This design comes from an exercise in tuning for small area and a short achievable clock period on the open sky130 flow, not from production work.
In this exercise RTL edits were held to simulation tests only and were not proved equivalent to the original.
No activity file was given, so power comes from the tool's default toggle rates.

v6:
Design lng_unit, start of the top module:
module lng_unit (
    input  wire        clk,
    input  wire        rst,         
    input  wire        issue,
    input  wire [5:0]  op,
    input  wire [14:0] m,
    input  wire [39:0] a,
    input  wire [39:0] b,
    input  wire [39:0] acc_lo,      
    input  wire [39:0] acc_hi,      
    input  wire        psn,         
    input  wire [2:0]  slot,
    input  wire [19:0] origin,      
    output wire        ready,
    output wire        done,
    output wire        trap,
    output wire        pair,
    output wire [39:0] r0,
    output wire [39:0] r1,
    output wire [7:0]  cause,
    output wire [17:0] info
);
Size in the first run: about 8400 cells after synthesis, ~320 I/O pins, about 54000 sq um of cells after synthesis.
Settings: LEC_CHECK=0, ABC_AREA=1, CAP_MARGIN=50, CORE_MARGIN=2, CORE_UTILIZATION=40, SLEW_MARGIN=50; clock period 25.0 ns.
run.sh (not shown) runs the stock make flow with config.mk's settings and CLKGATE_MAP_FILE= SYNTH_SCRIPT=/design/flow/synth_recipe.tcl, a recipe that flattens the netlist after the stock synthesis.
No stage failed in v6, and the final checks on the layout all came back clean.
### v6 -> v7
diff --git a/flow/design.v b/flow/design.v
--- a/flow/design.v
+++ b/flow/design.v
@@ -201,37 +201,37 @@
             u = u ^ {39{bctl[3*j+2]}};
             rowe[39*j +: 39] = {~u[38], u[37:0]};
             rneg[j] = bctl[3*j+2];
         end
     end
     wire        inc  = !hz && hinv;
     wire [71:0] hrow = hz ? 72'd0 : ({xh[35:0], xl[35:0]} ^ {72{hinv}});
     wire [71:0] tx, ty, tsum;
     lng_mtree u_tree (.e(rowe), .h(hrow), .ng({rneg[6:1], rneg[0] | inc}), .x(tx), .y(ty));
-    lng_add #(72, 1) u_mcpa (.x(tx), .y(ty), .ci(1'b0), .s(tsum), .co());
+    lng_add #(72) u_mcpa (.x(tx), .y(ty), .ci(1'b0), .s(tsum), .co());
     wire        dci  = ~bsign;
     wire [38:0] dn39 = {3'b111, xb[35:0]};
     wire [38:0] dx   = {1'b0, xl[35:0], xa[35:34]};
     wire [38:0] dt1, dt2, dt3;
     lng_add #(39) u_d1 (.x(dx), .y(dn39),              .ci(dci),  .s(dt1), .co());
     lng_add #(39) u_d2 (.x(dx), .y({dn39[37:0], dci}), .ci(dci),  .s(dt2), .co());
     lng_add #(39) u_d3 (.x(dx), .y(xh[38:0]),          .ci(1'b0), .s(dt3), .co());
     wire [1:0]  dqa = !dt3[38] ? 2'd3 : !dt2[38] ? 2'd2 : !dt1[38] ? 2'd1 : 2'd0;
     wire [35:0] dra = !dt3[38] ? dt3[35:0] : !dt2[38] ? dt2[35:0] :
                       !dt1[38] ? dt1[35:0] : dx[35:0];
     wire [37:0] dy   = {1'b0, dra, xa[33]};
     wire [37:0] dtb;
     lng_add #(38) u_db (.x(dy), .y(dn39[37:0]), .ci(dci), .s(dtb), .co());
     wire [35:0] dr = dtb[37] ? dy[35:0] : dtb[35:0];
     wire [35:0] dq = {xa[32:0], dqa, ~dtb[37]};
     wire [21:0] sq_cat = {xh[19:0], xa[35:34]};
     wire [22:0] sq_dif;
-    lng_add #(23, 1) u_sq (.x({1'b0, sq_cat}), .y(~{3'b000, xl[17:0], 2'b01}), .ci(1'b1), .s(sq_dif), .co());
+    lng_add #(23) u_sq (.x({1'b0, sq_cat}), .y(~{3'b000, xl[17:0], 2'b01}), .ci(1'b1), .s(sq_dif), .co());
     wire        sq_ge  = ~sq_dif[22];
     wire [19:0] sq_rem = sq_ge ? sq_dif[19:0] : sq_cat[19:0];
     reg [31:0] ci_r0;        
     reg [31:0] ci_t;         
     reg [31:0] ci_c;         
     integer e, n;
     always @* begin
         case (m[3:0])
             4'd0:    begin ci_t = 32'hd0ad51c1; ci_r0 = {a[7:0],  24'd0}; end
@@ -427,52 +427,39 @@
         end else if (fin) begin
             busy   <= 1'b0;
             rdy    <= 1'b1;
             done_r <= 1'b1;
             trap_r <= ftrap;
             pair_r <= is_wide && !ftrap;
         end
     end
 endmodule
-module lng_add #(parameter W = 8, parameter BK = 0) (
+module lng_add #(parameter W = 8) (
     input  wire [W-1:0] x,
     input  wire [W-1:0] y,
     input  wire         ci,
     output wire [W-1:0] s,
     output wire         co
 );
     reg [W-1:0] g, p, gg, pp;
     integer d, i;
     always @* begin
         g = x & y;
         p = x ^ y;
         gg = g;
         pp = p;
         gg[0] = g[0] | (p[0] & ci);
-        if (BK == 0) begin
-            for (d = 1; d < W; d = d * 2)
-                for (i = 0; i < W; i = i + 1)
-                    if ((i & d) != 0) begin
-                        gg[i] = gg[i] | (pp[i] & gg[(i & ~(2*d - 1)) + d - 1]);
-                        pp[i] = pp[i] & pp[(i & ~(2*d - 1)) + d - 1];
-                    end
-        end else begin
-            for (d = 1; d < W; d = d * 2)
-                for (i = 2*d - 1; i < W; i = i + 2*d) begin
-                    gg[i] = gg[i] | (pp[i] & gg[i-d]);
-                    pp[i] = pp[i] & pp[i-d];
-                end
-            for (d = 64; d >= 1; d = d / 2)
-                for (i = 3*d - 1; i < W; i = i + 2*d) begin
-                    gg[i] = gg[i] | (pp[i] & gg[i-d]);
-                    pp[i] = pp[i] & pp[i-d];
+        for (d = 1; d < W; d = d * 2)
+            for (i = 0; i < W; i = i + 1)
+                if ((i & d) != 0) begin
+                    gg[i] = gg[i] | (pp[i] & gg[(i & ~(2*d - 1)) + d - 1]);
+                    pp[i] = pp[i] & pp[(i & ~(2*d - 1)) + d - 1];
                 end
-        end
     end
     assign s  = p ^ {gg[W-2:0], ci};
     assign co = gg[W-1];
 endmodule
 module lng_mtree (
     input  wire [272:0] e,
     input  wire [71:0]  h,
     input  wire [6:0]   ng,
     output wire [71:0]  x,
Die: v7 smaller than v6. A cell with the largest stage delay on the worst path of sky130_fd_sc_hd__clkdlybuf4s50_1 is what v7 shows, while sky130_fd_sc_hd__fa_1 belongs to v6. The higher leakage power of the design came out of v6. Sort v6 and v7 by TritonCTS buffer count, ascending, and v6 comes first. Sort v6 and v7 by area of the core region, descending, and v6 comes first. Going from v6 to v7, the number of antenna violations at the first check in global routing was found to have gone up by 4. Compare v6 and v7 | post-route worst hold slack higher: v7. In the reports for v6 and v7, the larger wire length belongs to v7. Buffer share of cell area: v7 vs v6 — no meaningful difference. v7 vs. v6: tap cell instance count moved down; area of the multi-input gates fell by about 1%; cell area shows a reduction of 530 sq um. The global-route usage number comes out lower for v6 vs v7. Multiplexer share of the synthesized area delta (v7 -> v6): insignificant. Against v6, v7 comes in 2.2% lower on fmax.

## static timing again, ports no longer ideal
The results above use ideal ports. As a check the final layouts listed here were re-extracted and re-timed, cells and wires unchanged. Step 1 (the two cells are an assumption about what drives the block):
set clk [get_ports {clk}]
set_driving_cell -lib_cell sky130_fd_sc_hd__clkbuf_16 $clk
set_driving_cell -lib_cell sky130_fd_sc_hd__buf_2 [delete_from_list [all_inputs] $clk]
Step 2, shift: input delay + t, output delay - t, t = (earliest + latest rising clock arrival at the registers) / 2. This alone moves slack from input paths to output paths. Slacks: no drivers / after step 1 / after step 2; pairs: no drivers / after step 1.
run	shift t [ns]	setup WS [ns]	worst setup path after step 2	slew at the worst register clock pin (ns)
v6	0.714	15.213 / 15.213 / 15.004	input to register	0.07 / 0.07
v7	0.718	14.997 / 15.037 / 14.319	input to register	0.08 / 0.08
After both steps every run listed still meets setup and hold. The setup slack of v7, which loses most, moves by +0.040 ns with the drivers and by -0.678 ns with both steps.
